This design comes from an exercise in tuning for small area on the open sky130 flow, not from production work.
In this exercise RTL edits were held to simulation tests only and were not proved equivalent to the original.
Power and IR drop assume default switching activity.

==> flow/design.v, too long to show whole: its modules and the start of the top module <==
// module ridge_engine: 302 lines
// module ridge_rcadd: 13 lines
// module ridge_bkadd: 25 lines
// module ridge_inc: 11 lines
// module ridge_carry: 11 lines
// module ridge_sgnadd: 7 lines
// module ridge_omul: 580 lines
// module ridge_omul_fast: 580 lines
module ridge_engine #(
    parameter NCMP = 8
) (
    input  wire         clk,
    input  wire         rst,             
    input  wire         beat,            
    input  wire         addend_we,
    input  wire [31:0]  addend_int,
    input  wire [39:0]  addend_frac,
    input  wire         cfg_we,
    input  wire [19:0]  cfg_jump_ns,     
    input  wire [13:0]  cfg_slew_max,    
    input  wire         corr_valid,
    input  wire         corr_dpll,       
    input  wire [63:0]  corr_val,        
    input  wire [13:0]  corr_rate,       
    input  wire         step_valid,
    input  wire         step_use_req,
    input  wire [63:0]  step_val,        
    input  wire         cmp_we,
    input  wire [2:0]   cmp_sel,
    input  wire         cmp_wr_en,
    input  wire         cmp_wr_periodic,
    input  wire         cmp_wr_late_act,
    input  wire [63:0]  cmp_wr_tgt,
    input  wire [63:0]  cmp_wr_per,
    output reg  [63:0]  count,
    output wire [63:0]  slew_rem,        
    output reg          slewing,
    output reg          step_needed,
    output reg  [63:0]  req_step,
    output reg          corr_ack,
    output reg          corr_nak,
    output reg          step_nak,
    output reg          step_done,
    output reg  [63:0]  step_amount,
    output reg          cfg_err,
    output wire [NCMP-1:0] cmp_en,
    output wire [NCMP-1:0] cmp_fire,
    output wire [NCMP-1:0] cmp_late
);
  // ...
==> flow/run.sh <==
#!/bin/bash
# synth_recipe.tcl (not shown) runs the flow's synth.tcl, then flattens the netlist and writes it again
# the make line also repeats each setting of config.mk as NAME=value (left out here)
make -C /OpenROAD-flow-scripts/flow DESIGN_CONFIG=/design/flow/config.mk WORK_HOME=/design/flow/orfs CLKGATE_MAP_FILE= SYNTH_SCRIPT=/design/flow/synth_recipe.tcl finish
==> flow/config.mk <==
export PLATFORM = sky130hd
export DESIGN_NAME = ridge_engine
export DESIGN_NICKNAME = ridge_engine
export VERILOG_FILES = /design/flow/design.v
export SDC_FILE = /design/flow/constraint.sdc
export NUM_CORES = 4
export LEC_CHECK = 0
export CAP_MARGIN = 20
export CORE_MARGIN = 2
export CORE_UTILIZATION = 55
export SLEW_MARGIN = 20
==> flow/constraint.sdc <==
create_clock -name core_clock -period 30.0 [get_ports {clk}]
set_input_delay 6.0000 -clock core_clock [delete_from_list [all_inputs] [get_ports {clk}]]
set_output_delay 6.0000 -clock core_clock [all_outputs]
set_load 0.01 [all_outputs]
==> impl_metrics.yaml, run 1 <==
outcome:
  outcome: "finished clean"
critical_path:
  worstPathArrival_ns: 29.74
  worst_setup_path_start_kind: "flop"
  ff2ff_path_depth: 67
  path_class: "reg2reg"
  worstSetupEndpointType: "flop"
floorplan:
  num_rows: 168
  design.core.area_um2: 210000
logic_synthesis:
  synth-seq-cells: 1754
  synth_mux_area_share_pct: 3.20
  synthDominantAreaCellType: "edfxtp_1"
finish:
  seq-cell-share_pct: 35.1
  seq_cells: 1754
  multiInputGateArea_um2: 64700
  area_growth_pct: 14.1
  largestRegisters: "cmpu.per (512), cmpu.tgt (512), pend (77)"
  inverters: 802
routing:
  route.antenna.remaining_nets: 0
  avgRoutedWirePerCell_um: 27.9
  firstDrtPassIters: 6
pwr:
  power_density_nw_per_um2: 71.0
  total_switching_power_uw: 3640
  switching_share_pct: 38.6
grt:
  grt_start_max_net_pins: 194
  grt_first_pass_wirelength_um: 594000
clock_tree:
  cts.clk_slew.worst_paths_ns: 0.06
==> inputs of run 2 (changes only) <==
--- a/flow/config.mk
+++ b/flow/config.mk
@@ -7,5 +7,5 @@
 export LEC_CHECK = 0
 export CAP_MARGIN = 20
 export CORE_MARGIN = 2
-export CORE_UTILIZATION = 55
+export CORE_UTILIZATION = 30
 export SLEW_MARGIN = 20
==> impl_metrics.yaml, run 2 <==
outcome:
  outcome: "finished clean"
critical_path:
  regToRegStartpoint: "cmpu[7].tgt[0]"
  worst_setup_path_start_kind: "flop"
  reg2reg_end: "cmpu[7].tgt[63]"
  ff2ff_path_depth: 67
  regToRegSetupSlack_ns: 0.91
  worstPathMaxFanout: 2
  timing.critical_path.mode_cell: "fa_1"
  critPathSlowestCell: "fa_1"
  path_class: "reg2reg"
  timing.critical_path.required_ns: 30.57
  crit_path_max_incr_delay_ns: 0.48
  worstPathArrival_ns: 29.66
  worstSetupEndpointType: "flop"
logic_synthesis:
  yosys.cell_count.top_type: "nand2_1"
  synth_sequential_area_ratio_pct: 40.0
  dominantRegCellSynth: "edfxtp_1"
  synth.distinct_cells: 102
  syn_nets: 13072
  synthDominantAreaCellType: "edfxtp_1"
  synth-seq-cells: 1754
  async_flop_share_pct: 0
  synth.top_cell.area_share_pct: 29.5
  synthTopCellsByCount: "1,911 x nand2_1, 1,144 x edfxtp_1, 982 x fa_1"
  synth_area_um2: 116000
  synth.avg_cell_area_um2: 10.6
  synth_enable_flop_cells: 1144
  syn_inst: 10983
  post_synth_main_area_contributors: "edfxtp_1 30%, fa_1 17%, dfxtp_1 10%, ha_1 7.7%, nand2_1 6.2%"
  synth_warnings: 6
clock_tree:
  number_of_buffers_added_by_the_clock_tree_synthesis_step: 217
  ctsHoldBuffers: 0
  root_buffer: "clkbuf_16"
  cts.sinks: 1754
  cts.clk_slew.worst_paths_ns: 0.06
  cts_tree: "built"
  ctsLongestPathBuffers: 4
  cts_max_level: 4
  clock_insertion_delay_worst_skew_ns: 0.96
sta:
  max_slew.worst_pin.slew_ns: 1.18
  worst_slew_margin_rel_pct: 19.2
  final_hold_viol_count: 0
  fmax_mhz: 34.4
  report.final.setup_viol: 0
  final-max-slew-violation-count: 0
  setup-tns-final_ns: 0
  layout_min_cycle_time_ns: 29.09
  setup_slack_ns: 0.908
  min_period_over_period_pct: 97.0
  clock_skews_ns: 0.130
routing:
  via_total_after_detailed_routing: 85807
  route.antenna.remaining_nets: 0
  avgRoutedWirePerCell_um: 25.3
  avgViaCountPerCell: 5.07
  firstDrtPassIters: 6
  remaining_drc_errors: 0
  total_detailed_routing_wirelength_um: 428000
  initialDrtViolationCount: 7659
floorplan:
  num_rows: 228
  floorplan.initialDensity_pct: 30.2
  ioPinCount: 679
  die_w_um: 627
  area_enclosed_by_the_die_boundary_um2: 393000
  die-height_um: 627
  design.core.area_um2: 386000
finish:
  final_cell_mix: "1,909 x nand2_1, 1,144 x edfxtp_1, 831 x fa_1"
  layout_commonest_cell: "nand2_1"
  finalInstanceArea_um2: 136000
  largestRegisters: "cmpu.per (512), cmpu.tgt (512), pend (77)"
  drive_above_1_share_pct: 7.43
  nets: 13607
  fillCellCount: 38568
  area_growth_pct: 17.3
placed_design:
  hpwlAfterDp_um: 333000
  port-buffer-count: 678
  finalWeightedCongestion: 0.958
  dpl-instance-area_um2: 129000
  dp_slack_ns: -0.655
grt:
  grt_pass1_vias: 85183
  groute.usage.overall_pct: 21.5
  number_of_antenna_violations_at_the_first_check_in_global_routing: 70
  grt_start_max_net_pins: 131
  grt_first_pass_wirelength_um: 612000
  grt.overflow.total: 0
run:
  timing.max_cap.violations: 0
pwr:
  total_power_uw: 9550
  power_density_nw_per_um2: 70.0
  power.static_leakage_uw: 0.0552
  ir_worst_vdd_mv: 0.0804
worst_hold_path:
  min_path_type: "reg2reg"
  hold_path_startpoint: "cmpu[0].late"
  holdPathEnd: "cmpu[0].late"
  holdPathStages: 2
[run 2: cell counts after synthesis]
Identical to the previous run, type by type.
[run 2: cell type report]
cell class	count	area (um^2)	area share, %
Tap cell	5175	6470	4.75
Clock buffer	288	6080	4.46
Sequential cell	1754	46600	34.1
Clock inverter	113	1070	0.785
Timing Repair Buffer	895	8440	6.18
Antenna cell	57	143	0.105
Multi-Input combinational cell	7848	64600	47.4
Inverter	802	3060	2.24
[run 2: what timing repair did]
item | 4_1_cts | 5_1_grt
setup endpoints to repair | 17 | 24
cloned | 0 | 0
gates resized for setup | 49 | 102
pin swaps | 2 | 7
buffers inserted | 0 | 0
[run 2: worst max-delay path by stage]
stage	startpoint	to	slack (ns)	cells after the start
final	cmpu[7].tgt[0]	cmpu[7].tgt[63]	0.91	67
after CTS	cmpu[0].tgt[0]	cmpu[0].tgt[63]	0.01	67
after global placement	cmpu[2].tgt[0]	cmpu[2].tgt[63]	-0.53	67
after global routing	cmpu[5].tgt[0]	cmpu[5].tgt[63]	-0.002	67
after detailed placement	cmpu[2].tgt[0]	cmpu[2].tgt[63]	-0.66	67
after floorplan	cmpu[0].tgt[0]	cmpu[0].tgt[63]	1.04	67
[run 2: cells by family after synthesis]
family,count (synthesis),share of synthesized area [%]
flops,1754,40.0
buf+inv,1381,4.90
xor+xnor,351,2.66
simple gates,3591,13.4
compound gates,1662,9.67
mux,365,3.20
fa+ha+maj,1879,26.2
[run 2: routing by layer]
metal | global-route usage [%] | up-vias | part of all wire (%)
li1 | - | 38863 | -
met1 | 26.3 | 43122 | 39
met2 | 34.4 | 3060 | 47
met3 | 3.53 | 760 | 6.7
met4 | 15.2 | 2 | 7.5
met5 | 0 | - | 0.0030
[run 2: power breakdown]
part	switching (uW)	leakage, uW	internal (uW)
Combinational	2270	0.0363	1540
Sequential	243	0.0154	2800
Clock	1140	0.00350	1560
Total	3660	0.0552	5900
[run 2: worst max-delay path, delay by kind of cell (launching register included)]
family | cells | cell delay (ns)
compound gates | 1 | 0.08
xor+xnor | 1 | 0.15
fa+ha+maj | 63 | 27.99
buf+inv | 2 | 0.14
flops | 1 | 0.39
[run 2: through the flow]
stage | utilization [%] | std cells | hold slack, ns
after CTS | 35.3 | 16875 | 0.457
after global placement | 33.4 | 16474 | 0.442
after global routing | 35.4 | 16922 | 0.489
after detailed placement | 33.4 | 16474 | 0.448
final | 35.4 | 16932 | 0.455
after floorplan | - | 10983 | 0.432
==> inputs of run 3 (changes only) <==
--- a/flow/config.mk
+++ b/flow/config.mk
@@ -5,7 +5,11 @@
 export SDC_FILE = /design/flow/constraint.sdc
 export NUM_CORES = 4
 export LEC_CHECK = 0
+export ABC_AREA = 1
 export CAP_MARGIN = 20
 export CORE_MARGIN = 2
-export CORE_UTILIZATION = 30
+export CORE_UTILIZATION = 60
+export CTS_BUF_LIST = sky130_fd_sc_hd__clkbuf_8
+export CTS_CLUSTER_DIAMETER = 60
+export CTS_CLUSTER_SIZE = 16
 export SLEW_MARGIN = 20
==> impl_metrics.yaml, run 3 <==
placed_design:
  finalWeightedCongestion: 0.988
  hpwlAfterDp_um: 291000
  placed_cells: 14492
  port-buffer-count: 678
clock_tree:
  cts.sinks: 1754
  cts.clk_slew.worst_paths_ns: 0.11
  ctsLongestPathBuffers: 3
  ctsHoldBuffers: 0
  number_of_buffers_added_by_the_clock_tree_synthesis_step: 159
  root_buffer: "clkbuf_8"
  cts_max_level: 4
  clock_insertion_delay_worst_skew_ns: 1.01
  cts_tree: "built"
logic_synthesis:
  synth_enable_flop_cells: 1144
  synth.top_cell.area_share_pct: 30.3
  dominantRegCellSynth: "edfxtp_1"
  yosys.cell_count.top_type: "nand2_1"
  async_flop_share_pct: 0
  synth.avg_cell_area_um2: 9.66
  synth_warnings: 6
  synth.distinct_cells: 65
  synth_sequential_area_ratio_pct: 41.0
  syn_inst: 11740
  synthTopCellsByCount: "2,763 x nand2_1, 1,540 x inv_1, 1,144 x edfxtp_1"
  synth_area_um2: 113000
  post_synth_main_area_contributors: "edfxtp_1 30%, fa_1 17%, dfxtp_1 11%, nand2_1 9.1%, ha_1 7.9%"
  synth-seq-cells: 1754
  syn_nets: 13829
  synthDominantAreaCellType: "edfxtp_1"
critical_path:
  timing.critical_path.mode_cell: "fa_1"
  crit_path_max_incr_delay_ns: 0.49
  path_class: "reg2reg"
  critPathSlowestCell: "fa_1"
  worstSetupEndpointType: "flop"
  timing.critical_path.required_ns: 30.84
  worstPathMaxFanout: 2
  crit_buf_inv: 2
  worstPathArrival_ns: 30.10
  worst_setup_path_start_kind: "flop"
  cpLargestDelayFamily: "adder cells"
routing:
  avgViaCountPerCell: 5.80
  route.antenna.remaining_nets: 0
  avgRoutedWirePerCell_um: 25.2
  firstDrtPassIters: 24
  remaining_drc_errors: 0
  initialDrtViolationCount: 8351
  total_detailed_routing_wirelength_um: 374000
  via_total_after_detailed_routing: 85972
floorplan:
  design.core.area_um2: 188000
  die-height_um: 439
  floorplan.initialDensity_pct: 60.4
  area_enclosed_by_the_die_boundary_um2: 193000
  num_rows: 159
  ioPinCount: 679
  die_w_um: 439
sta:
  final_hold_viol_count: 0
  final-max-slew-violation-count: 0
  report.final.setup_viol: 0
  max_slew.worst_pin.slew_ns: 1.28
  min_period_over_period_pct: 97.5
  clock_skews_ns: 0.0719
  fmax_mhz: 34.2
  worst_slew_margin_rel_pct: 13.7
  layout_min_cycle_time_ns: 29.26
grt:
  grt_start_max_net_pins: 134
  number_of_antenna_violations_at_the_first_check_in_global_routing: 45
  grt_pass1_vias: 85913
  grt_first_pass_wirelength_um: 554000
  grt.overflow.total: 0
  groute.usage.overall_pct: 39.1
finish:
  final_cell_mix: "2,761 x nand2_1, 1,574 x inv_1, 1,144 x edfxtp_1"
  largestRegisters: "cmpu.per (512), cmpu.tgt (512), pend (77)"
  area_growth_pct: 11.1
  drive_above_1_share_pct: 6.23
  finalNonFillerCells: 14833
  fillCellCount: 15031
  layout_commonest_cell: "nand2_1"
  nets: 14252
pwr:
  total_power_uw: 10100
  ir_worst_vdd_mv: 0.0868
  power.static_leakage_uw: 0.0556
  power_density_nw_per_um2: 80.6
run:
  timing.max_cap.violations: 0
worst_hold_path:
  min_path_type: "reg2reg"
outcome:
  outcome: "finished clean"
## run 3: changes by cell type after synthesis, sizes merged, moves of 159 or more
| cell | change |
|---|---|
| o21ai | +691 |
| o22ai | +202 |
| nor2 | -163 |
| inv | +770 |
| nand2b | -159 |
| nor2b | -200 |
| nand2 | +864 |
| mux2i | -311 |
| maj3 | -182 |
## run 3: logic make-up (layout without fill, tap and decap cells)
group | after synthesis | in the layout | share of synthesized area (%)
simple gates | 3861 | 3861 | 13.7
buf+inv | 2090 | 2642 | 7.34
compound gates | 1968 | 1968 | 9.69
flops | 1754 | 1754 | 41.0
fa+ha+maj | 1697 | 1697 | 25.2
xor+xnor | 301 | 301 | 2.32
mux | 69 | 69 | 0.682
other cells | 0 | 46 | 0
## run 3: worst min-delay path, stage by stage (launching register included)
cell and delay, ns:
dfxtp_1 0.34, nand2_1 0.05, nand3_1 0.05
## run 3: through the flow
| step | hold slack [ns] | setup TNS, ns | util [%] | setup WS [ns] | area [um^2] |
|---|---|---|---|---|---|
| after floorplan | 0.423 | 0 | - | 0.904 | 113000 |
| after global placement | 0.433 | -5.39 | 64.9 | -0.610 | 122000 |
| after detailed placement | 0.443 | -7.87 | 64.9 | -0.724 | 122000 |
| after CTS | 0.468 | 0 | 66.8 | 0.00270 | 126000 |
| after global routing | 0.486 | -0.0121 | 67.1 | -0.0121 | 126000 |
| final | 0.466 | 0 | 67.1 | 0.737 | 126000 |
## run 3: path summary, 6_finish.rpt
kind / from / to / slack, ns / depth (start not counted)
max: cmpu[4].tgt[0] / cmpu[4].tgt[63] / 0.74 / 67
min: ofs_act[8] / ofs_act[8] / 0.47 / 2
max reg2reg: cmpu[4].tgt[0] / cmpu[4].tgt[63] / 0.74 / 67
min reg2reg: ofs_act[8] / ofs_act[8] / 0.47 / 2
## run 3: what timing repair did
| item | in CTS | in global routing |
|---|---|---|
| setup endpoints to repair | 23 | 24 |
| pin swaps | 7 | 9 |
| resized for setup | 69 | 91 |
| buffers inserted | 0 | 1 |
## run 3: final cells by class
type / count / area (um^2) / area share (%)
inverter: 1574 / 5940 / 4.72
multi-input combinational: 7896 / 59200 / 47.0
tap: 2495 / 3120 / 2.48
sequential: 1754 / 46600 / 37.0
timing repair buffer: 778 / 7600 / 6.03
clock buffer: 168 / 2310 / 1.84
clock inverter: 122 / 1120 / 0.891
antenna: 46 / 115 / 0.0914
## run 3: report_power, final
group	internal [uW]	switching, uW	total (uW)
registers	2830	294	3120
clock network	669	932	1600
logic	2000	3430	5430
total	5500	4650	10100
## run 3: layer usage
| metal | vias up | track usage (%) | share of wire, % |
|---|---|---|---|
| met1 | 42217 | 46.9 | 37 |
| met2 | 3511 | 64.1 | 48 |
| met5 | - | 0 | 0.023 |
| met3 | 940 | 5.88 | 6.6 |
| met4 | 12 | 29.0 | 8.8 |
| li1 | 39292 | - | - |
==> inputs of run 4 (changes only) <==
--- a/flow/config.mk
+++ b/flow/config.mk
@@ -9,7 +9,7 @@
 export CAP_MARGIN = 20
 export CORE_MARGIN = 2
 export CORE_UTILIZATION = 60
-export CTS_BUF_LIST = sky130_fd_sc_hd__clkbuf_8
-export CTS_CLUSTER_DIAMETER = 60
-export CTS_CLUSTER_SIZE = 16
+export CTS_BUF_LIST = sky130_fd_sc_hd__clkbuf_4 sky130_fd_sc_hd__clkbuf_8
+export CTS_CLUSTER_DIAMETER = 50
+export CTS_CLUSTER_SIZE = 12
 export SLEW_MARGIN = 20
==> impl_metrics.yaml, run 4 <==
sta:
  layout_min_cycle_time_ns: 29.20
  report.final.setup_viol: 0
  setup-tns-final_ns: 0
  final_hold_viol_count: 0
  worst_slew_margin_rel_pct: 18.9
  min_period_over_period_pct: 97.3
  fmax_mhz: 34.2
  final-max-slew-violation-count: 0
  clock_skews_ns: 0.0554
  max_slew.worst_pin.slew_ns: 1.21
  hold_slack_ns: 0.460
  grt_setup_unrepaired: "false"
logic_synthesis:
  synth_enable_flop_cells: 1144
  synth.distinct_cells: 65
  syn_inst: 11740
  synthTopCellsByCount: "2,763 x nand2_1, 1,540 x inv_1, 1,144 x edfxtp_1"
  synth_area_um2: 113000
  post_synth_main_area_contributors: "edfxtp_1 30%, fa_1 17%, dfxtp_1 11%, nand2_1 9.1%, ha_1 7.9%"
  synth.top_cell.area_share_pct: 30.3
  async_flop_share_pct: 0
  synth.avg_cell_area_um2: 9.66
  yosys.cell_count.top_type: "nand2_1"
  syn_nets: 13829
  synthDominantAreaCellType: "edfxtp_1"
  synth-seq-cells: 1754
  synth_sequential_area_ratio_pct: 41.0
  synth_warnings: 6
  dominantRegCellSynth: "edfxtp_1"
outcome:
  outcome: "finished clean"
grt:
  groute.usage.overall_pct: 39.1
  grt_start_max_net_pins: 134
  number_of_antenna_violations_at_the_first_check_in_global_routing: 44
  grt_first_pass_wirelength_um: 555000
  grt_pass1_vias: 86440
  grt.overflow.total: 0
floorplan:
  ioPinCount: 679
  area_enclosed_by_the_die_boundary_um2: 193000
  die-height_um: 439
  floorplan.initialDensity_pct: 60.4
  die_w_um: 439
  design.core.area_um2: 188000
  num_rows: 159
finish:
  layout_commonest_cell: "nand2_1"
  area_growth_pct: 11.8
  finalNonFillerCells: 14904
  final_cell_mix: "2,761 x nand2_1, 1,536 x inv_1, 1,144 x edfxtp_1"
  nets: 14295
  drive_above_1_share_pct: 7.15
  largestRegisters: "cmpu.per (512), cmpu.tgt (512), pend (77)"
pwr:
  ir_worst_vdd_mv: 0.0863
  total_power_uw: 10400
  power.static_leakage_uw: 0.0560
  power_density_nw_per_um2: 81.9
critical_path:
  worstPathMaxFanout: 2
  worstSetupStartpoint: "cmpu[4].tgt[0]"
  timing.critical_path.required_ns: 30.77
  ff2ff_path_depth: 67
  regToRegStartpoint: "cmpu[4].tgt[0]"
  crit_end: "cmpu[4].tgt[63]"
  worst_setup_path_start_kind: "flop"
  path_class: "reg2reg"
  critPathSlowestCell: "fa_1"
  reg2reg_end: "cmpu[4].tgt[63]"
  cpLargestDelayFamily: "adder cells"
  regToRegSetupSlack_ns: 0.80
  crit_buf_inv: 2
  crit_path_max_incr_delay_ns: 0.48
  worstSetupEndpointType: "flop"
  worstPathArrival_ns: 29.97
  critical_path_cell_count: 67
  timing.critical_path.mode_cell: "fa_1"
routing:
  firstDrtPassIters: 17
  remaining_drc_errors: 0
  via_total_after_detailed_routing: 86339
  avgViaCountPerCell: 5.79
  initialDrtViolationCount: 8086
  route.antenna.remaining_nets: 0
  avgRoutedWirePerCell_um: 25.1
  total_detailed_routing_wirelength_um: 375000
clock_tree:
  root_buffer: "clkbuf_8"
  ctsHoldBuffers: 0
  ctsLongestPathBuffers: 3
  cts_tree: "built"
  cts.clk_slew.worst_paths_ns: 0.09
  clock_insertion_delay_worst_skew_ns: 1.05
  number_of_buffers_added_by_the_clock_tree_synthesis_step: 202
  cts.sinks: 1754
  cts_max_level: 4
run:
  timing.max_cap.violations: 0
placed_design:
  finalWeightedCongestion: 0.988
  placed_cells: 14492
  hpwlAfterDp_um: 291000
  port-buffer-count: 678
worst_hold_path:
  min_path_type: "reg2reg"
## run 4: changes by cell type in the layout (fill, tap and decap cells not counted), moves of 4 or more
cell      previous run  this run
inv_8               10         6
clkbuf_8           168       208
inv_1             1574      1536
clkbuf_4             0        65
clkinv_2             8        21
clkinv_4             7        14
diode_2             46        39
## run 4: power breakdown
part           switching [uW]  leakage (uW)  internal (uW)
Sequential                294        0.0154           2830
Clock                     978       0.00225            858
Combinational            3430        0.0383           2000
Total                    4710        0.0560           5690
## run 4: tightest hold or removal path: cells and delay by family, from the launching register on
family	cells	cell delay [ns]
DFF	1	0.33
and+or+nand+nor	2	0.10
## run 4: routing by layer
| metal | global-route usage [%] | share of wire [%] | vias up |
|---|---|---|---|
| li1 | - | - | 39420 |
| met1 | 46.8 | 37 | 42338 |
| met2 | 64.1 | 48 | 3589 |
| met3 | 5.80 | 6.6 | 984 |
| met4 | 29.9 | 9.0 | 8 |
| met5 | 0 | 0.015 | - |
## run 4: metrics by stage
step | utilization [%] | setup WS (ns) | cell area [um^2]
after CTS | 67.3 | 0.00301 | 126000
after detailed placement | 64.9 | -0.724 | 122000
final | 67.6 | 0.798 | 127000
after global placement | 64.9 | -0.610 | 122000
after floorplan | - | 0.904 | 113000
after global routing | 67.6 | 0.00708 | 127000
## run 4: cell families after synthesis
group / share of synthesized area, %
AOI/OAI and AO/OA: 9.69
muxes: 0.682
adders and majority gates: 25.2
buffers and inverters: 7.34
DFF: 41.0
and+or+nand+nor: 13.7
xor gates and xnor gates: 2.32
## run 4: area by class of cell
type                       count  area (um^2)
multi-input combinational   7896        59200
fill                       14975        60900
timing repair buffer         778         7610
inverter                    1574         5940
clock inverter                95          981
tap                         2495         3120
sequential                  1754        46600
clock buffer                 273         3350
antenna                       39         97.6
## run 4: worst min-delay path by stage
stage,from,endpoint,slack (ns),depth (start not counted)
2_1_floorplan,ofs_act[10],ofs_act[10],0.42,2
6_report,ofs_act[8],ofs_act[8],0.46,2
3_5_place_dp,ofs_act[8],ofs_act[8],0.44,2
5_1_grt,step_amount[13],step_amount[13],0.48,2
3_3_place_gp,ofs_act[8],ofs_act[8],0.43,2
4_1_cts,ofs_act[8],ofs_act[8],0.46,2
## run 4: timing repair
action / in CTS / in global routing
pin swaps: 7 / 8
resized for setup: 71 / 92
buffers inserted: 0 / 1
setup endpoints to repair: 23 / 24
==> inputs of run 5 (changes only) <==
==> flow/flow/run.sh (new file) <==
#!/bin/bash
# Own flow: the standard layout (standard.sh, unchanged synthesis and
# steps), with the port buffers that placement inserts on every input and
# output made from the smallest buffer cell instead of the default one.
set -euo pipefail
bash standard.sh finish "BUFFER_PORTS_ARGS=-buffer_cell sky130_fd_sc_hd__buf_1" > orfs_make.log 2>&1
==> flow/standard.sh (new file) <==
#!/bin/bash
# synth_recipe.tcl (not shown) runs the flow's synth.tcl, then flattens the netlist and writes it again
# the make line also repeats each setting of config.mk as NAME=value (left out here)
make -C /OpenROAD-flow-scripts/flow DESIGN_CONFIG=/design/flow/config.mk WORK_HOME=/design/flow/orfs CLKGATE_MAP_FILE= SYNTH_SCRIPT=/design/flow/synth_recipe.tcl "${@:-finish}"
--- a/flow/config.mk
+++ b/flow/config.mk
@@ -8,7 +8,7 @@
 export ABC_AREA = 1
 export CAP_MARGIN = 20
 export CORE_MARGIN = 2
-export CORE_UTILIZATION = 60
+export CORE_UTILIZATION = 55
 export CTS_BUF_LIST = sky130_fd_sc_hd__clkbuf_4 sky130_fd_sc_hd__clkbuf_8
 export CTS_CLUSTER_DIAMETER = 50
 export CTS_CLUSTER_SIZE = 12
removed: flow/run.sh
==> impl_metrics.yaml, run 5 <==
pwr:
  ir_worst_vdd_mv: 0.0976
  power.static_leakage_uw: 0.0548
  total_switching_power_uw: 4780
  p_comb_share_pct: 50.8
  power_report.internal_total_uw: 5730
  power.sequential.fraction_pct: 29.5
  power_density_nw_per_um2: 84.9
  pwr-share-clk_pct: 19.7
  total_power_uw: 10500
  switching_share_pct: 45.5
critical_path:
  regToRegSetupSlack_ns: 0.81
  worst_setup_path_start_kind: "flop"
  ff2ff_path_depth: 67
  worstPathArrival_ns: 29.98
  crit_buf_inv: 2
  path_class: "reg2reg"
  timing.critical_path.required_ns: 30.79
  timing.critical_path.mode_cell: "fa_1"
  worstPathMaxFanout: 2
  crit_path_max_incr_delay_ns: 0.48
  regToRegStartpoint: "cmpu[6].tgt[0]"
  cpLargestDelayFamily: "adder cells"
  reg2reg_end: "cmpu[6].tgt[63]"
  critPathSlowestCell: "fa_1"
  worstSetupEndpointType: "flop"
sta:
  grt_setup_unrepaired: "false"
  fmax_mhz: 34.3
  min_period_over_period_pct: 97.3
  layout_min_cycle_time_ns: 29.19
  setup-tns-final_ns: 0
  final_hold_viol_count: 0
  clock_skews_ns: 0.0698
  setup_slack_ns: 0.809
  final-max-slew-violation-count: 0
  hold_slack_ns: 0.455
  max_slew.worst_pin.slew_ns: 1.25
  report.final.setup_viol: 0
  worst_slew_margin_rel_pct: 16.1
grt:
  number_of_antenna_violations_at_the_first_check_in_global_routing: 68
  grt_start_max_net_pins: 119
  grt_pass1_vias: 86024
  grt.overflow.total: 0
  grt_first_pass_wirelength_um: 564000
  groute.usage.overall_pct: 36.5
logic_synthesis:
  synthXorXnorAreaFrac_pct: 2.32
  synth.top_cell.area_share_pct: 30.3
  async_flop_share_pct: 0
  synth_area_um2: 113000
  synth_mux_area_share_pct: 0.682
  yosys.cell_count.top_type: "nand2_1"
  syn_nets: 13829
  synth.avg_cell_area_um2: 9.66
  synth.distinct_cells: 65
  post_synth_main_area_contributors: "edfxtp_1 30%, fa_1 17%, dfxtp_1 11%, nand2_1 9.1%, ha_1 7.9%"
  synthAdderAreaFrac_pct: 25.2
  synth_enable_flop_cells: 1144
  synth-seq-cells: 1754
  syn_inst: 11740
  dominantRegCellSynth: "edfxtp_1"
  synth-compound-area-share_pct: 9.69
  synth_top_family_by_area: "adder cells"
  synthTopCellsByCount: "2,763 x nand2_1, 1,540 x inv_1, 1,144 x edfxtp_1"
  synth_warnings: 6
  synthDominantAreaCellType: "edfxtp_1"
  synth_sequential_area_ratio_pct: 41.0
  synth-simple-area-share_pct: 13.7
clock_tree:
  cts.sinks: 1754
  cts.clk_slew.worst_paths_ns: 0.09
  number_of_buffers_added_by_the_clock_tree_synthesis_step: 219
  clock_insertion_delay_worst_skew_ns: 1.05
  cts_tree: "built"
  root_buffer: "clkbuf_8"
  cts_max_level: 4
  ctsLongestPathBuffers: 3
routing:
  initialDrtViolationCount: 7373
  firstDrtPassIters: 8
  via_total_after_detailed_routing: 85781
  route.antenna.remaining_nets: 0
  total_detailed_routing_wirelength_um: 383000
  avgRoutedWirePerCell_um: 25.2
  remaining_drc_errors: 0
  avgViaCountPerCell: 5.65
placed_design:
  dp_slack_ns: -0.777
  hpwlAfterDp_um: 297000
  port-buffer-count: 678
  finalWeightedCongestion: 0.955
  dpl-instance-area_um2: 118000
floorplan:
  ioPinCount: 679
  area_enclosed_by_the_die_boundary_um2: 210000
  die-height_um: 458
  design.core.area_um2: 205000
  floorplan.initialDensity_pct: 55.4
  num_rows: 166
  die_w_um: 458
finish:
  layout_commonest_cell: "nand2_1"
  fillCellCount: 17819
  nets: 14335
  finalInstanceArea_um2: 124000
  drive_above_1_share_pct: 7.64
  largestRegisters: "cmpu.per (512), cmpu.tgt (512), pend (77)"
  final_cell_mix: "2,761 x nand2_1, 1,536 x inv_1, 1,144 x edfxtp_1"
  area_growth_pct: 9.15
  seq_area_um2: 46600
  multiInputGateArea_um2: 59200
outcome:
  outcome: "finished clean"
run:
  timing.max_cap.violations: 0
worst_hold_path:
  holdPathStages: 2
  min_path_type: "reg2reg"
  hold_path_startpoint: "ofs_act[9]"
  holdPathEnd: "ofs_act[9]"
-- run 5: what timing repair did --
action | in CTS | in global routing
resized for setup | 72 | 91
hold endpoints to repair | 0 | 0
setup endpoints to repair | 24 | 24
pin swaps | 6 | 6
hold buffers | 0 | 0
setup buffers | 0 | 1
-- run 5: worst reg2reg max path, delay by kind of cell (launching register included) --
kind,cells,cell delay (ns)
AO/OA/AOI/OAI,1,0.08
adder cells (fa/ha/maj),63,28.16
buffers and inverters,2,0.15
XOR/XNOR,1,0.17
flip-flops,1,0.39
-- run 5: final cells by class --
| type | count | share of cell area, % |
|---|---|---|
| antenna | 47 | 0.0950 |
| clock buffer | 288 | 2.95 |
| clock inverter | 126 | 1.20 |
| inverter | 1574 | 4.80 |
| multi-input combinational | 7896 | 47.8 |
| sequential | 1754 | 37.6 |
| tap | 2688 | 2.72 |
| timing repair buffer | 801 | 2.84 |
-- run 5: worst max-delay path by stage --
stage | start | to | slack (ns) | cells past startpoint
after detailed placement | cmpu[0].tgt[0] | cmpu[0].tgt[63] | -0.78 | 67
after global placement | cmpu[0].tgt[0] | cmpu[0].tgt[63] | -0.73 | 67
final | cmpu[6].tgt[0] | cmpu[6].tgt[63] | 0.81 | 67
after floorplan | cmpu[1].tgt[0] | cmpu[1].tgt[63] | 0.90 | 67
after global routing | cmpu[4].tgt[0] | cmpu[4].tgt[63] | 0.0001 | 67
after CTS | cmpu[6].tgt[0] | cmpu[6].tgt[63] | 0.0006 | 67
-- run 5: power by group through the flow --
stage	Combinational (uW)	Sequential [uW]	Clock [uW]
CTS	5330	3090	2090
floorplan	3710	3040	0
finish	5350	3100	2070
global route	6000	3120	2170
global placement	5150	3140	0
detailed placement	5280	3150	0
-- run 5: cell families after synthesis --
logic type | count (synthesis)
flip-flops | 1754
adder cells (fa/ha/maj) | 1697
XOR/XNOR | 301
AND/OR/NAND/NOR | 3861
buffers and inverters | 2090
multiplexers | 69
AO/OA/AOI/OAI | 1968
-- run 5: routing by layer --
metal,GRT usage [%],vias to the layer above,wire [um]
met5,0,-,180
met4,26.6,26,32700
met3,4.72,902,21300
met2,60.4,3045,184000
met1,44.1,42253,145000
li1,-,39555,-
-- run 5: metrics by stage --
stage          utilization (%)  instances
2_1_floorplan                -      11740
3_3_place_gp              57.7      14706
3_5_place_dp              57.7      14710
4_1_cts                   60.3      15124
5_1_grt                   60.5      15171
6_report                  60.5      15174
==> inputs of run 6 (changes only) <==
==> flow/flow/run.sh (replaced) <==
#!/bin/bash
# Own flow: the standard layout (standard.sh) with two changes:
#  - synthesis is the standard flow's synth_recipe.tcl and ORFS's synth.tcl unchanged except
#    that ABC maps the logic with flow/abc_area_map.script (area recovery under
#    the delay target instead of near-minimum-delay mapping); registers and
#    their names and cell types are those of the standard synthesis;
#  - the port buffers that placement inserts on every input and output use the
#    smallest buffer cell.
# Each tool's full output is in orfs_make.log and the ORFS logs under orfs/logs.
set -euo pipefail
HERE="$PWD"
sed "s#^source \$::env(SCRIPTS_DIR)/synth_preamble.tcl\$#&\nset abc_args [lreplace \$abc_args 1 1 $HERE/flow/abc_area_map.script]#" \
    "$FLOW_HOME/scripts/synth.tcl" > "$HERE/flow_synth_core.tcl"
grep -q "abc_area_map.script" "$HERE/flow_synth_core.tcl"
sed "s#^source \$::env(SCRIPTS_DIR)/synth.tcl\$#source $HERE/flow_synth_core.tcl#" \
    "$HERE/synth_recipe.tcl" > "$HERE/flow_synth.tcl"
grep -q "flow_synth_core.tcl" "$HERE/flow_synth.tcl"
bash standard.sh finish "SYNTH_SCRIPT=$HERE/flow_synth.tcl" \
    "BUFFER_PORTS_ARGS=-buffer_cell sky130_fd_sc_hd__buf_1" > orfs_make.log 2>&1
==> flow/flow/abc_area_map.script (new file) <==
strash
dch
map -D 20000
topo
stime -c
buffer -c
upsize -c
dnsize -c
--- a/flow/config.mk
+++ b/flow/config.mk
@@ -9,7 +9,7 @@
 export CAP_MARGIN = 20
 export CORE_MARGIN = 2
 export CORE_UTILIZATION = 55
-export CTS_BUF_LIST = sky130_fd_sc_hd__clkbuf_4 sky130_fd_sc_hd__clkbuf_8
-export CTS_CLUSTER_DIAMETER = 50
-export CTS_CLUSTER_SIZE = 12
+export CTS_BUF_LIST = sky130_fd_sc_hd__clkbuf_8
+export CTS_CLUSTER_DIAMETER = 60
+export CTS_CLUSTER_SIZE = 14
 export SLEW_MARGIN = 20
==> impl_metrics.yaml, run 6 <==
critical_path:
  worstPathMaxFanout: 2
  worst_setup_path_start_kind: "flop"
  critPathSlowestCell: "fa_1"
  worstPathArrival_ns: 29.80
  crit_path_max_incr_delay_ns: 0.49
  worstSetupStartpoint: "cmpu[1].tgt[0]"
  regToRegStartpoint: "cmpu[1].tgt[0]"
  timing.critical_path.mode_cell: "fa_1"
  worstSetupEndpointType: "flop"
  reg2reg_end: "cmpu[1].tgt[63]"
  crit_end: "cmpu[1].tgt[63]"
  path_class: "reg2reg"
  timing.critical_path.required_ns: 30.69
  ff2ff_path_depth: 67
  regToRegSetupSlack_ns: 0.88
placed_design:
  finalWeightedCongestion: 0.983
  placed_cells: 13415
  hpwlAfterDp_um: 276000
  port-buffer-count: 678
  dpl-instance-area_um2: 114000
logic_synthesis:
  post_synth_main_area_contributors: "edfxtp_1 31%, fa_1 18%, dfxtp_1 11%, ha_1 8.1%, a21oi_1 5.2%"
  synth.avg_cell_area_um2: 10.5
  synth_sequential_area_ratio_pct: 42.2
  synth-seq-cells: 1754
  synth_area_um2: 110000
  synth_top_family_by_area: "adder cells"
  synthAdderAreaFrac_pct: 26.1
  synthXorXnorAreaFrac_pct: 2.06
  synth_enable_flop_cells: 1144
  yosys.cell_count.top_type: "nor2_1"
  synth_warnings: 6
  synth_mux_area_share_pct: 0.297
  syn_inst: 10495
  synth.distinct_cells: 68
  async_flop_share_pct: 0
  synthTopCellsByCount: "1,314 x nor2_1, 1,156 x inv_1, 1,152 x a21oi_1"
  synth-compound-area-share_pct: 13.4
  synth.top_cell.area_share_pct: 31.2
  synthDominantAreaCellType: "edfxtp_1"
  synth-simple-area-share_pct: 9.14
  syn_nets: 12584
  dominantRegCellSynth: "edfxtp_1"
clock_tree:
  cts_tree: "built"
  number_of_buffers_added_by_the_clock_tree_synthesis_step: 172
  clock_insertion_delay_worst_skew_ns: 1.01
  root_buffer: "clkbuf_8"
  cts_max_level: 4
  cts.clk_slew.worst_paths_ns: 0.10
  cts.sinks: 1754
  ctsHoldBuffers: 0
  ctsLongestPathBuffers: 3
floorplan:
  die-height_um: 452
  ioPinCount: 679
  num_rows: 164
  die_w_um: 452
  area_enclosed_by_the_die_boundary_um2: 204000
  design.core.area_um2: 199000
  floorplan.initialDensity_pct: 55.3
sta:
  layout_min_cycle_time_ns: 29.12
  clock_skews_ns: 0.0755
  report.final.setup_viol: 0
  hold_slack_ns: 0.452
  final_hold_viol_count: 0
  final-max-slew-violation-count: 0
  fmax_mhz: 34.3
  min_period_over_period_pct: 97.1
  worst_slew_margin_rel_pct: 23.5
  max_slew.worst_pin.slew_ns: 1.15
worst_hold_path:
  min_path_type: "reg2reg"
  hold_path_startpoint: "jump_cfg[19]"
routing:
  via_total_after_detailed_routing: 81495
  met3_wirelength_um: 28000
  initialDrtViolationCount: 7779
  remaining_drc_errors: 0
  met2_wl_post_dr_um: 164000
  firstDrtPassIters: 7
  route.antenna.remaining_nets: 0
  avgViaCountPerCell: 5.93
  top_layer_used: "met5"
  wirelength_met1_um: 144000
  total_detailed_routing_wirelength_um: 360000
  avgRoutedWirePerCell_um: 26.2
pwr:
  pwr-share-clk_pct: 17.5
  p_comb_share_pct: 49.3
  switching_share_pct: 44.5
  ir_worst_vdd_mv: 0.0555
  total_switching_power_uw: 4130
  power.sequential.fraction_pct: 33.1
  power_report.internal_total_uw: 5150
  power.static_leakage_uw: 0.0475
  power_density_nw_per_um2: 78.3
grt:
  grt_first_pass_wirelength_um: 534000
  grt_start_max_net_pins: 196
  grt.overflow.total: 0
  groute.usage.overall_pct: 35.4
  number_of_antenna_violations_at_the_first_check_in_global_routing: 72
  grt_pass1_vias: 80800
finish:
  finalInstanceArea_um2: 118000
  finalNonFillerCells: 13753
  fillCellCount: 17194
  final_cell_mix: "1,299 x nor2_1, 1,184 x inv_1, 1,151 x a21oi_1"
  nets: 13023
  largestRegisters: "cmpu.per (512), cmpu.tgt (512), pend (77)"
  layout_commonest_cell: "nor2_1"
  drive_above_1_share_pct: 6.29
  finish.utilization_pct: 59.4
  area_growth_pct: 7.47
run:
  timing.max_cap.violations: 0
outcome:
  outcome: "finished clean"
[run 6: power groups by stage]
stage          combinational, uW  clock [uW]  sequential (uW)
2_1_floorplan               3160           0             3010
3_3_place_gp                4400           0             3120
3_5_place_dp                4510           0             3130
4_1_cts                     4550        1650             3070
5_1_grt                     5130        1740             3090
6_report                    4570        1630             3070
[run 6: cells by family after synthesis]
family / after synthesis
buf+inv: 1729
flops: 1754
xor+xnor: 257
mux: 30
fa+ha+maj: 1712
simple gates: 2492
compound gates: 2521
[run 6: timing repair]
item / CTS / global route
setup endpoints to repair: 21 / 24
pin swaps: 5 / 5
buffers inserted: 0 / 1
gates resized for setup: 64 / 99
[run 6: area by class of cell]
type / instances / area, um^2 / share of cell area [%]
clock inverter: 111 / 1010 / 0.855
timing repair buffer: 797 / 3520 / 2.97
sequential: 1754 / 46600 / 39.3
clock buffer: 181 / 2490 / 2.10
tap: 2656 / 3320 / 2.81
antenna: 45 / 113 / 0.0951
inverter: 1197 / 4500 / 3.80
multi-input combinational: 7012 / 56900 / 48.1
[run 6: worst min-delay path by stage]
stage,to,slack [ns],cells past startpoint
6_report,jump_act[19],0.45,2
5_1_grt,jump_cfg[2],0.47,2
4_1_cts,jump_act[19],0.45,2
3_5_place_dp,jump_cfg[2],0.43,2
3_3_place_gp,jump_cfg[6],0.44,2
2_1_floorplan,jump_cfg[2],0.42,2
[run 6: stage by stage]
stage	setup TNS [ns]	setup slack, ns	power [uW]
3_5_place_dp	-6.93	-0.717	7640
6_report	0	0.885	9280
2_1_floorplan	0	0.989	6170
4_1_cts	0	0.00419	9270
5_1_grt	-0.00103	-0.00103	9950
3_3_place_gp	-4.34	-0.547	7520
[run 6: per-layer routing]
layer	global-route usage (%)	up-vias
met5	0	-
li1	-	36841
met2	54.5	3126
met1	47.0	40717
met4	20.8	36
met3	6.75	775
[run 6: worst max-delay path, delay by kind of cell (launching register included)]
kind | cells | cell delay, ns
AO/OA/AOI/OAI | 1 | 0.08
buffers and inverters | 2 | 0.14
flip-flops | 1 | 0.41
XOR/XNOR | 1 | 0.15
adder cells (fa/ha/maj) | 63 | 28.02
==> inputs of run 7 (changes only) <==
==> flow/flow/run.sh (replaced) <==
#!/bin/bash
# Own flow: the standard layout (standard.sh) with these changes:
#  - synthesis is the standard flow's synth_recipe.tcl and ORFS's synth.tcl unchanged except
#    that (a) only full adders are extracted as adder cells (half adders are
#    left to ABC as plain gates) and (b) ABC maps the logic with
#    flow/abc_area_map.script (area recovery under the delay target instead of
#    near-minimum-delay mapping). Registers, their names and cell types are
#    those of the standard synthesis;
#  - the port buffers that placement inserts on every input and output use the
#    smallest buffer cell.
# Each tool's full output is in orfs_make.log and the ORFS logs under orfs/logs.
set -euo pipefail
HERE="$PWD"
sed -e "s#^source \$::env(SCRIPTS_DIR)/synth_preamble.tcl\$#&\nset abc_args [lreplace \$abc_args 1 1 $HERE/flow/abc_area_map.script]#" \
    -e "s#^  extract_fa {\*}\[dont_use_extract_fa_args\]\$#  extract_fa -fa {*}[dont_use_extract_fa_args]#" \
    "$FLOW_HOME/scripts/synth.tcl" > "$HERE/flow_synth_core.tcl"
grep -q "abc_area_map.script" "$HERE/flow_synth_core.tcl"
grep -q "^  extract_fa -fa " "$HERE/flow_synth_core.tcl"
sed "s#^source \$::env(SCRIPTS_DIR)/synth.tcl\$#source $HERE/flow_synth_core.tcl#" \
    "$HERE/synth_recipe.tcl" > "$HERE/flow_synth.tcl"
grep -q "flow_synth_core.tcl" "$HERE/flow_synth.tcl"
bash standard.sh finish "SYNTH_SCRIPT=$HERE/flow_synth.tcl" \
    "BUFFER_PORTS_ARGS=-buffer_cell sky130_fd_sc_hd__buf_1" > orfs_make.log 2>&1
--- a/flow/config.mk
+++ b/flow/config.mk
@@ -9,7 +9,7 @@
 export CAP_MARGIN = 20
 export CORE_MARGIN = 2
 export CORE_UTILIZATION = 55
-export CTS_BUF_LIST = sky130_fd_sc_hd__clkbuf_8
-export CTS_CLUSTER_DIAMETER = 60
-export CTS_CLUSTER_SIZE = 14
+export CTS_BUF_LIST = sky130_fd_sc_hd__clkbuf_16
+export CTS_CLUSTER_DIAMETER = 80
+export CTS_CLUSTER_SIZE = 24
 export SLEW_MARGIN = 20
==> impl_metrics.yaml, run 7 <==
critical_path:
  worstPathArrival_ns: 29.66
  worst_setup_path_start_kind: "flop"
  regToRegSetupSlack_ns: 0.87
  worstSetupEndpointType: "flop"
  timing.critical_path.required_ns: 30.53
  regToRegStartpoint: "cmpu[5].tgt[0]"
  crit_path_max_incr_delay_ns: 0.49
  reg2reg_end: "cmpu[5].tgt[63]"
  ff2ff_path_depth: 67
  path_class: "reg2reg"
  critPathSlowestCell: "fa_1"
  timing.critical_path.mode_cell: "fa_1"
  worstPathMaxFanout: 2
  worstSetupStartpoint: "cmpu[5].tgt[0]"
routing:
  firstDrtPassIters: 6
  remaining_drc_errors: 0
  avgRoutedWirePerCell_um: 26.0
  route.antenna.remaining_nets: 0
  initialDrtViolationCount: 9780
  avgViaCountPerCell: 5.97
  total_detailed_routing_wirelength_um: 382000
  via_total_after_detailed_routing: 87959
pwr:
  power_density_nw_per_um2: 78.0
  power.sequential.fraction_pct: 33.1
  power_report.internal_total_uw: 5070
  ir_worst_vdd_mv: 0.0612
  switching_share_pct: 44.9
  total_power_uw: 9200
  p_comb_share_pct: 46.5
  power.static_leakage_uw: 0.0450
  total_switching_power_uw: 4130
  pwr-share-clk_pct: 20.4
finish:
  largestRegisters: "cmpu.per (512), cmpu.tgt (512), pend (77)"
  layout_commonest_cell: "nor2_1"
  finalInstanceArea_um2: 118000
  fillCellCount: 17249
  finalNonFillerCells: 14723
  area_growth_pct: 8.50
  nets: 13308
  final_cell_mix: "2,203 x nor2_1, 1,299 x inv_1, 1,175 x a21oi_1"
  drive_above_1_share_pct: 5.41
worst_hold_path:
  holdPathStages: 2
  hold_path_startpoint: "jump_cfg[11]"
  min_path_type: "reg2reg"
  holdPathEnd: "jump_act[11]"
sta:
  min_period_over_period_pct: 97.1
  final_hold_viol_count: 0
  final-max-slew-violation-count: 0
  layout_min_cycle_time_ns: 29.13
  setup-tns-final_ns: 0
  report.final.setup_viol: 0
  fmax_mhz: 34.3
  worst_slew_margin_rel_pct: 22.2
  clock_skews_ns: 0.0758
  setup_slack_ns: 0.870
  max_slew.worst_pin.slew_ns: 1.17
logic_synthesis:
  post_synth_main_area_contributors: "edfxtp_1 32%, fa_1 18%, dfxtp_1 11%, nor2_1 7.6%, a21oi_1 5.4%"
  syn_inst: 11580
  synth.top_cell.area_share_pct: 31.6
  synth.avg_cell_area_um2: 9.39
  synth.distinct_cells: 89
  async_flop_share_pct: 0
  dominantRegCellSynth: "edfxtp_1"
  synth_warnings: 6
  synthDominantAreaCellType: "edfxtp_1"
  synth_area_um2: 109000
  yosys.cell_count.top_type: "nor2_1"
  synth-seq-cells: 1754
  synth_enable_flop_cells: 1144
  syn_nets: 12954
  synthTopCellsByCount: "2,217 x nor2_1, 1,294 x inv_1, 1,175 x a21oi_1"
  synth_sequential_area_ratio_pct: 42.8
floorplan:
  area_enclosed_by_the_die_boundary_um2: 201000
  ioPinCount: 679
  die-height_um: 449
  design.core.area_um2: 197000
  die_w_um: 449
  floorplan.initialDensity_pct: 55.2
  num_rows: 163
clock_tree:
  number_of_buffers_added_by_the_clock_tree_synthesis_step: 118
  root_buffer: "clkbuf_16"
  cts.clk_slew.worst_paths_ns: 0.10
  clock_insertion_delay_worst_skew_ns: 0.83
  ctsHoldBuffers: 0
  cts_tree: "built"
  cts_max_level: 3
  cts.sinks: 1754
  ctsLongestPathBuffers: 3
grt:
  grt.overflow.total: 0
  groute.usage.overall_pct: 37.4
  grt_pass1_vias: 84420
  grt_first_pass_wirelength_um: 558000
  number_of_antenna_violations_at_the_first_check_in_global_routing: 64
  grt_start_max_net_pins: 195
placed_design:
  dpl-instance-area_um2: 113000
  finalWeightedCongestion: 0.995
  hpwlAfterDp_um: 293000
  placed_cells: 14453
  port-buffer-count: 678
  dp_slack_ns: -0.814
run:
  timing.max_cap.violations: 0
outcome:
  outcome: "finished clean"
## run 7: cell count changes in the layout (fill, tap and decap cells not counted), moves of 48 or more
cell,delta
o21ai_0,+138
ha_1,-715
clkbuf_8,-181
nor3_1,+48
xnor2_1,+64
nand2_1,+229
clkbuf_16,+124
nor2_1,+904
inv_1,+115
## run 7: timing repair
action | 4_1_cts | 5_1_grt
buffers inserted | 0 | 1
pin swaps | 3 | 3
gates resized for setup | 54 | 105
endpoints found under the hold margin | 0 | 0
endpoints found under the setup margin | 18 | 23
## run 7: layer usage
| layer | GRT usage [%] | wire (um) | up-vias |
|---|---|---|---|
| met5 | 0 | 89 | - |
| met4 | 21.3 | 25200 | 14 |
| met3 | 6.72 | 33900 | 731 |
| met2 | 57.7 | 173000 | 4131 |
| met1 | 50.2 | 151000 | 43483 |
| li1 | - | - | 39600 |
## run 7: area by class of cell
| cell class | instances | area, um^2 | area share, % |
|---|---|---|---|
| Tap cell | 2640 | 3300 | 2.80 |
| Multi-Input combinational cell | 7890 | 55100 | 46.6 |
| Antenna cell | 45 | 113 | 0.0954 |
| Inverter | 1368 | 5140 | 4.36 |
| Sequential cell | 1754 | 46600 | 39.5 |
| Clock inverter | 100 | 1220 | 1.03 |
| Clock buffer | 124 | 3100 | 2.63 |
| Timing Repair Buffer | 802 | 3540 | 3.00 |
## run 7: power by group through the flow
stage | clock network (uW) | logic (uW) | registers [uW]
after floorplan | 0 | 2830 | 3000
after global placement | 0 | 4090 | 3100
after detailed placement | 0 | 4160 | 3100
after CTS | 1900 | 4200 | 3040
after global routing | 1980 | 4680 | 3070
final | 1880 | 4280 | 3050
## run 7: worst max-delay path by stage
stage | endpoint | cells past startpoint
3_5_place_dp | cmpu[5].tgt[63] | 67
2_1_floorplan | cmpu[7].tgt[63] | 67
4_1_cts | cmpu[3].tgt[63] | 66
5_1_grt | cmpu[5].tgt[63] | 67
3_3_place_gp | cmpu[5].tgt[63] | 67
6_report | cmpu[5].tgt[63] | 67
## run 7: worst max-delay path, delay by kind of cell, from the launching register on
| family | cells | cell delay [ns] |
|---|---|---|
| adder cells (fa/ha/maj) | 62 | 27.83 |
| flip-flops | 1 | 0.39 |
| XOR/XNOR | 2 | 0.34 |
| AND/OR/NAND/NOR | 1 | 0.11 |
| AO/OA/AOI/OAI | 1 | 0.10 |
| buffers and inverters | 1 | 0.07 |
## run 7: kinds of logic after synthesis
kind of cell	after synthesis	share of synthesized area, %
fa+ha+maj	999	18.2
simple gates	3779	14.0
mux	24	0.253
compound gates	2741	14.7
xor+xnor	347	2.79
flops	1754	42.8
buf+inv	1936	7.19
## run 7: stage by stage
step | hold WS (ns) | utilization (%)
after floorplan | 0.419 | -
after detailed placement | 0.443 | 57.4
after global placement | 0.438 | 57.4
after global routing | 0.478 | 59.9
after CTS | 0.459 | 59.7
final | 0.460 | 59.9
==> inputs of run 8 (changes only) <==
--- a/flow/config.mk
+++ b/flow/config.mk
@@ -8,8 +8,8 @@
 export ABC_AREA = 1
 export CAP_MARGIN = 20
 export CORE_MARGIN = 2
-export CORE_UTILIZATION = 55
-export CTS_BUF_LIST = sky130_fd_sc_hd__clkbuf_16
-export CTS_CLUSTER_DIAMETER = 80
-export CTS_CLUSTER_SIZE = 24
+export CORE_UTILIZATION = 68
+export CTS_BUF_LIST = sky130_fd_sc_hd__clkbuf_8
+export CTS_CLUSTER_DIAMETER = 60
+export CTS_CLUSTER_SIZE = 14
 export SLEW_MARGIN = 20
==> impl_metrics.yaml, run 8 <==
floorplan:
  ioPinCount: 679
  floorplan.initialDensity_pct: 68.6
  area_enclosed_by_the_die_boundary_um2: 163000
  design.core.area_um2: 159000
  die-height_um: 404
  num_rows: 146
  die_w_um: 404
grt:
  number_of_antenna_violations_at_the_first_check_in_global_routing: 72
  grt_start_max_net_pins: 195
  grt_pass1_vias: 88572
  groute.usage.overall_pct: 45.4
  grt_first_pass_wirelength_um: 547000
  grt.overflow.total: 0
sta:
  final-max-slew-violation-count: 33
  clock_skews_ns: 0.0625
  final_hold_viol_count: 0
  min_period_over_period_pct: 97.7
  report.final.setup_viol: 0
  setup-tns-final_ns: 0
  max_slew.worst_pin.slew_ns: 1.53
  layout_min_cycle_time_ns: 29.32
  fmax_mhz: 34.1
  hold_slack_ns: 0.466
  worst_slew_margin_rel_pct: -1.76
  setup_slack_ns: 0.677
finish:
  fillCellCount: 11606
  area_growth_pct: 6.88
  finalInstanceArea_um2: 116000
  seq_area_um2: 46600
  layout_commonest_cell: "nor2_1"
  nets: 13345
  multiInputGateArea_um2: 55100
  drive_above_1_share_pct: 5.52
  final_cell_mix: "2,201 x nor2_1, 1,346 x inv_1, 1,175 x a21oi_1"
  largestRegisters: "cmpu.per (512), cmpu.tgt (512), pend (77)"
outcome:
  outcome: "failed layout checks"
  so_faults: "max-slew violations"
logic_synthesis:
  synth_sequential_area_ratio_pct: 42.8
  synth.top_cell.area_share_pct: 31.6
  async_flop_share_pct: 0
  post_synth_main_area_contributors: "edfxtp_1 32%, fa_1 18%, dfxtp_1 11%, nor2_1 7.6%, a21oi_1 5.4%"
  synth_area_um2: 109000
  yosys.cell_count.top_type: "nor2_1"
  syn_nets: 12954
  synth_enable_flop_cells: 1144
  synthDominantAreaCellType: "edfxtp_1"
  dominantRegCellSynth: "edfxtp_1"
  synthTopCellsByCount: "2,217 x nor2_1, 1,294 x inv_1, 1,175 x a21oi_1"
  syn_inst: 11580
  synth-seq-cells: 1754
  synth.avg_cell_area_um2: 9.39
  synth_warnings: 6
  synth.distinct_cells: 89
pwr:
  ir_worst_vdd_mv: 0.0611
  power_density_nw_per_um2: 75.7
  power.static_leakage_uw: 0.0447
critical_path:
  crit_path_max_incr_delay_ns: 0.48
  worstPathMaxFanout: 2
  worstSetupEndpointType: "flop"
  timing.critical_path.required_ns: 30.65
  regToRegSetupSlack_ns: 0.68
  worst_setup_path_start_kind: "flop"
  crit_buf_inv: 1
  reg2reg_end: "cmpu[6].tgt[63]"
  regToRegStartpoint: "cmpu[6].per[0]"
  timing.critical_path.mode_cell: "fa_1"
  cpLargestDelayFamily: "adder cells"
  critPathSlowestCell: "fa_1"
  worstPathArrival_ns: 29.97
  ff2ff_path_depth: 67
  path_class: "reg2reg"
routing:
  initialDrtViolationCount: 12262
  route.antenna.remaining_nets: 0
  avgViaCountPerCell: 6.42
  via_total_after_detailed_routing: 91234
  total_detailed_routing_wirelength_um: 371000
  avgRoutedWirePerCell_um: 26.1
  remaining_drc_errors: 0
  firstDrtPassIters: 14
worst_hold_path:
  holdPathEnd: "jump_act[13]"
  min_path_type: "reg2reg"
  holdPathStages: 2
  hold_path_startpoint: "jump_cfg[13]"
clock_tree:
  root_buffer: "clkbuf_8"
  cts.sinks: 1754
  number_of_buffers_added_by_the_clock_tree_synthesis_step: 164
  clock_insertion_delay_worst_skew_ns: 0.97
  ctsLongestPathBuffers: 3
  cts_tree: "built"
  cts_max_level: 4
  cts.clk_slew.worst_paths_ns: 0.10
placed_design:
  dpl-instance-area_um2: 112000
  port-buffer-count: 678
  finalWeightedCongestion: 1.01
  dp_slack_ns: -0.617
  hpwlAfterDp_um: 280000
run:
  timing.max_cap.violations: 0
-- run 8: changes by cell type in the layout (fill, tap and decap cells not counted), moves of 4 or more --
cell,delta
clkinv_2,+11
inv_16,-6
buf_4,-16
clkbuf_8,+175
clkbuf_16,-124
inv_1,+47
inv_6,-8
clkinv_8,-8
clkinv_16,-4
inv_12,-10
-- run 8: worst register-to-register path, delay by kind of cell, from the launching register on --
family | cells | cell delay [ns]
adder cells (fa/ha/maj) | 62 | 27.98
flip-flops | 1 | 0.42
AND/OR/NAND/NOR | 1 | 0.11
XOR/XNOR | 2 | 0.33
buffers and inverters | 1 | 0.06
AO/OA/AOI/OAI | 1 | 0.08
-- run 8: worst max-delay path by stage --
stage              startpoint               to  slack, ns  cells after the start
6_report       cmpu[6].per[0]  cmpu[6].tgt[63]       0.68                     67
3_5_place_dp   cmpu[5].per[0]  cmpu[5].tgt[63]      -0.62                     67
2_1_floorplan  cmpu[7].tgt[0]  cmpu[7].tgt[63]        1.0                     67
3_3_place_gp   cmpu[4].tgt[0]  cmpu[4].tgt[63]      -0.31                     67
4_1_cts        cmpu[1].per[0]  cmpu[1].tgt[63]      0.001                     66
5_1_grt        cmpu[6].per[0]  cmpu[6].tgt[63]      -0.02                     67
-- run 8: per-layer routing --
metal | vias to the layer above | share of wire, % | routed length, um | GRT usage [%]
met5 | - | 0.14 | 522 | 0.476
met1 | 44044 | 35 | 131000 | 58.6
met2 | 6210 | 43 | 158000 | 65.4
met4 | 60 | 7.4 | 27600 | 28.1
met3 | 1285 | 15 | 54300 | 16.4
li1 | 39635 | - | - | -
-- run 8: metrics by stage --
| step | instances | util (%) | total power (uW) |
|---|---|---|---|
| after floorplan | 11580 | - | 5830 |
| after global placement | 13869 | 70.8 | 7010 |
| after detailed placement | 13871 | 70.9 | 7150 |
| after CTS | 14167 | 73.0 | 8640 |
| after global routing | 14198 | 73.3 | 9280 |
| final | 14217 | 73.3 | 8810 |
-- run 8: area by class of cell --
cell class | count | area share, %
antenna | 45 | 0.0968
clock buffer | 174 | 2.06
sequential | 1754 | 40.0
inverter | 1368 | 4.42
multi-input combinational | 7890 | 47.4
clock inverter | 121 | 0.737
tap | 2072 | 2.23
timing repair buffer | 793 | 3.05
-- run 8: report_power, final --
part	internal [uW]	leakage, uW	switching (uW)
logic	1400	0.0274	2830
clock network	616	0.00187	912
registers	2810	0.0154	240
-- run 8: cell families (layout without fill, tap and decap cells) --
| family | Yosys count | after routing | synth area share [%] |
|---|---|---|---|
| simple gates | 3779 | 3779 | 14.0 |
| compound gates | 2741 | 2741 | 14.7 |
| buf+inv | 1936 | 2456 | 7.19 |
| flops | 1754 | 1754 | 42.8 |
| fa+ha+maj | 999 | 999 | 18.2 |
| xor+xnor | 347 | 347 | 2.79 |
| mux | 24 | 24 | 0.253 |
| other cells | 0 | 45 | 0 |
-- run 8: repair_timing --
action | 4_1_cts | 5_1_grt
pin swaps | 6 | 9
endpoints found under the setup margin | 19 | 23
resized for setup | 54 | 107
hold buffers | 0 | 0
buffers inserted | 1 | 1
==> inputs of run 9 (changes only) <==
--- a/flow/config.mk
+++ b/flow/config.mk
@@ -8,7 +8,7 @@
 export ABC_AREA = 1
 export CAP_MARGIN = 20
 export CORE_MARGIN = 2
-export CORE_UTILIZATION = 68
+export CORE_UTILIZATION = 65
 export CTS_BUF_LIST = sky130_fd_sc_hd__clkbuf_8
 export CTS_CLUSTER_DIAMETER = 60
 export CTS_CLUSTER_SIZE = 14
==> impl_metrics.yaml, run 9 <==
grt:
  groute.usage.overall_pct: 43.2
  grt_start_max_net_pins: 195
  number_of_antenna_violations_at_the_first_check_in_global_routing: 82
  grt.overflow.total: 0
  grt_first_pass_wirelength_um: 543000
  grt_pass1_vias: 86538
critical_path:
  worst_setup_path_start_kind: "flop"
  worstPathMaxFanout: 2
  worstSetupEndpointType: "flop"
  timing.critical_path.mode_cell: "fa_1"
  worstPathArrival_ns: 29.85
  regToRegStartpoint: "cmpu[5].per[0]"
  path_class: "reg2reg"
  crit_path_max_incr_delay_ns: 0.49
  timing.critical_path.required_ns: 30.69
  ff2ff_path_depth: 67
  regToRegSetupSlack_ns: 0.84
  critPathSlowestCell: "fa_1"
  worstSetupStartpoint: "cmpu[5].per[0]"
logic_synthesis:
  async_flop_share_pct: 0
  synth.distinct_cells: 89
  synth_sequential_area_ratio_pct: 42.8
  synth_area_um2: 109000
  synth-seq-cells: 1754
  synthDominantAreaCellType: "edfxtp_1"
  synth.avg_cell_area_um2: 9.39
  syn_nets: 12954
  synth.top_cell.area_share_pct: 31.6
  dominantRegCellSynth: "edfxtp_1"
  post_synth_main_area_contributors: "edfxtp_1 32%, fa_1 18%, dfxtp_1 11%, nor2_1 7.6%, a21oi_1 5.4%"
  synth_warnings: 6
  yosys.cell_count.top_type: "nor2_1"
  syn_inst: 11580
  synth_enable_flop_cells: 1144
  synthTopCellsByCount: "2,217 x nor2_1, 1,294 x inv_1, 1,175 x a21oi_1"
finish:
  layout_commonest_cell: "nor2_1"
  nets: 13352
  area_growth_pct: 6.87
  largestRegisters: "cmpu.per (512), cmpu.tgt (512), pend (77)"
  final_cell_mix: "2,203 x nor2_1, 1,341 x inv_1, 1,175 x a21oi_1"
  drive_above_1_share_pct: 5.43
floorplan:
  num_rows: 150
  ioPinCount: 679
  floorplan.initialDensity_pct: 65.3
  design.core.area_um2: 167000
  die_w_um: 413
  die-height_um: 413
  area_enclosed_by_the_die_boundary_um2: 171000
run:
  timing.max_cap.violations: 0
clock_tree:
  cts.clk_slew.worst_paths_ns: 0.10
  ctsLongestPathBuffers: 3
  cts.sinks: 1754
  number_of_buffers_added_by_the_clock_tree_synthesis_step: 160
  cts_tree: "built"
  ctsHoldBuffers: 0
  clock_insertion_delay_worst_skew_ns: 1.03
  root_buffer: "clkbuf_8"
  cts_max_level: 4
sta:
  max_slew.worst_pin.slew_ns: 1.25
  setup_slack_ns: 0.837
  min_period_over_period_pct: 97.2
  fmax_mhz: 34.3
  layout_min_cycle_time_ns: 29.16
  worst_slew_margin_rel_pct: 15.8
  hold_slack_ns: 0.453
  setup-tns-final_ns: 0
  clock_skews_ns: 0.0661
  final-max-slew-violation-count: 0
  report.final.setup_viol: 0
  final_hold_viol_count: 0
routing:
  initialDrtViolationCount: 11449
  via_total_after_detailed_routing: 90253
  avgViaCountPerCell: 6.29
  remaining_drc_errors: 0
  avgRoutedWirePerCell_um: 25.9
  total_detailed_routing_wirelength_um: 371000
  route.antenna.remaining_nets: 0
  firstDrtPassIters: 9
placed_design:
  dp_slack_ns: -0.504
  hpwlAfterDp_um: 281000
  port-buffer-count: 678
  finalWeightedCongestion: 1.01
worst_hold_path:
  hold_path_startpoint: "jump_cfg[14]"
  min_path_type: "reg2reg"
  holdPathStages: 2
pwr:
  pwr-share-clk_pct: 17.0
  power_report.internal_total_uw: 4780
  total_switching_power_uw: 3940
  power.static_leakage_uw: 0.0446
  p_comb_share_pct: 48.0
  switching_share_pct: 45.2
  power.sequential.fraction_pct: 35.0
  power_density_nw_per_um2: 75.1
  ir_worst_vdd_mv: 0.0674
  total_power_uw: 8730
outcome:
  outcome: "finished clean"
-- run 9: repair_timing --
action,CTS,global route
setup buffers,2,1
endpoints found under the setup margin,17,25
resized for setup,50,104
pin swaps,5,8
-- run 9: cell type report --
type,instances,area (um^2)
clock inverters,105,738
clock buffers,167,2300
flip-flops and latches,1754,46600
fillers,12917,50400
multi-input cells,7890,55100
well taps,2204,2760
diodes,49,123
inverters,1368,5140
repair buffers,804,3590
-- run 9: metrics by stage --
step / util (%) / area, um^2 / cells
2_1_floorplan: - / 109000 / 11580
3_3_place_gp: 67.6 / 113000 / 14013
3_5_place_dp: 67.6 / 113000 / 14013
4_1_cts: 69.5 / 116000 / 14287
5_1_grt: 69.7 / 116000 / 14320
6_report: 69.8 / 116000 / 14341
-- run 9: cells by family after synthesis --
family	count (synthesis)	synth area share [%]
AND/OR/NAND/NOR	3779	14.0
AO/OA/AOI/OAI	2741	14.7
buffers and inverters	1936	7.19
flip-flops	1754	42.8
adder cells (fa/ha/maj)	999	18.2
XOR/XNOR	347	2.79
multiplexers	24	0.253
-- run 9: power groups by stage --
stage / combinational [uW] / sequential, uW / clock (uW)
floorplan: 2830 / 3000 / 0
global placement: 3910 / 3090 / 0
detailed placement: 4030 / 3100 / 0
CTS: 4060 / 3040 / 1480
global route: 4580 / 3070 / 1560
finish: 4190 / 3060 / 1480
-- run 9: per-layer routing --
| metal | track usage (%) | vias to the layer above | part of all wire (%) |
|---|---|---|---|
| li1 | - | 39647 | - |
| met4 | 24.4 | 72 | 6.5 |
| met2 | 62.5 | 5535 | 43 |
| met1 | 57.6 | 43959 | 37 |
| met5 | 0 | - | 0.14 |
| met3 | 14.0 | 1040 | 13 |
-- run 9: worst max-delay path, delay by kind of cell, from the launching register on --
family / cells / cell delay, ns
adder cells (fa/ha/maj): 62 / 27.83
flip-flops: 1 / 0.42
XOR/XNOR: 2 / 0.37
AND/OR/NAND/NOR: 1 / 0.11
AO/OA/AOI/OAI: 1 / 0.11
buffers and inverters: 1 / 0.06
-- run 9: final timing paths --
kind | end
setup / recovery | cmpu[5].tgt[63]
hold reg to reg | jump_act[14]
setup reg to reg | cmpu[5].tgt[63]
hold / removal | jump_act[14]

==> separate check: timing with driven ports <==
The results above use ideal ports. As a check the final layouts listed here were re-extracted and re-timed, cells and wires unchanged. Step 1 (the two cells are an assumption about what drives the block):
set clk [get_ports {clk}]
set_driving_cell -lib_cell sky130_fd_sc_hd__clkbuf_16 $clk
set_driving_cell -lib_cell sky130_fd_sc_hd__buf_2 [delete_from_list [all_inputs] $clk]
Step 2 moves the port delays by t, midway between the first and last clock arrival at a register: inputs arrive t later, outputs are due t later. That takes back most of the time a late clock gives input paths. Slacks: ideal / step 1 / step 2; pairs: ideal / step 1.
run	t (ns)	slack for setup (ns)	latest minus earliest clock arrival (ns)	worst slew at a driven data input, ns
run 1	0.941	0.858 / 0.858 / 0.858	0.073 / 0.073	0.23
run 2	0.998	0.908 / 0.908 / 0.908	0.130 / 0.130	0.31
run 3	1.057	0.737 / 0.737 / 0.737	0.072 / 0.072	0.33
run 4	1.112	0.798 / 0.798 / 0.798	0.056 / 0.055	0.26
run 5	1.107	0.809 / 0.809 / 0.809	0.075 / 0.075	0.27
run 6	1.064	0.885 / 0.885 / 0.885	0.078 / 0.078	0.26
run 7	0.893	0.870 / 0.870 / 0.870	0.076 / 0.076	0.23
run 8	1.030	0.677 / 0.677 / 0.677	0.063 / 0.063	0.27
run 9	1.088	0.837 / 0.837 / 0.837	0.067 / 0.066	0.23
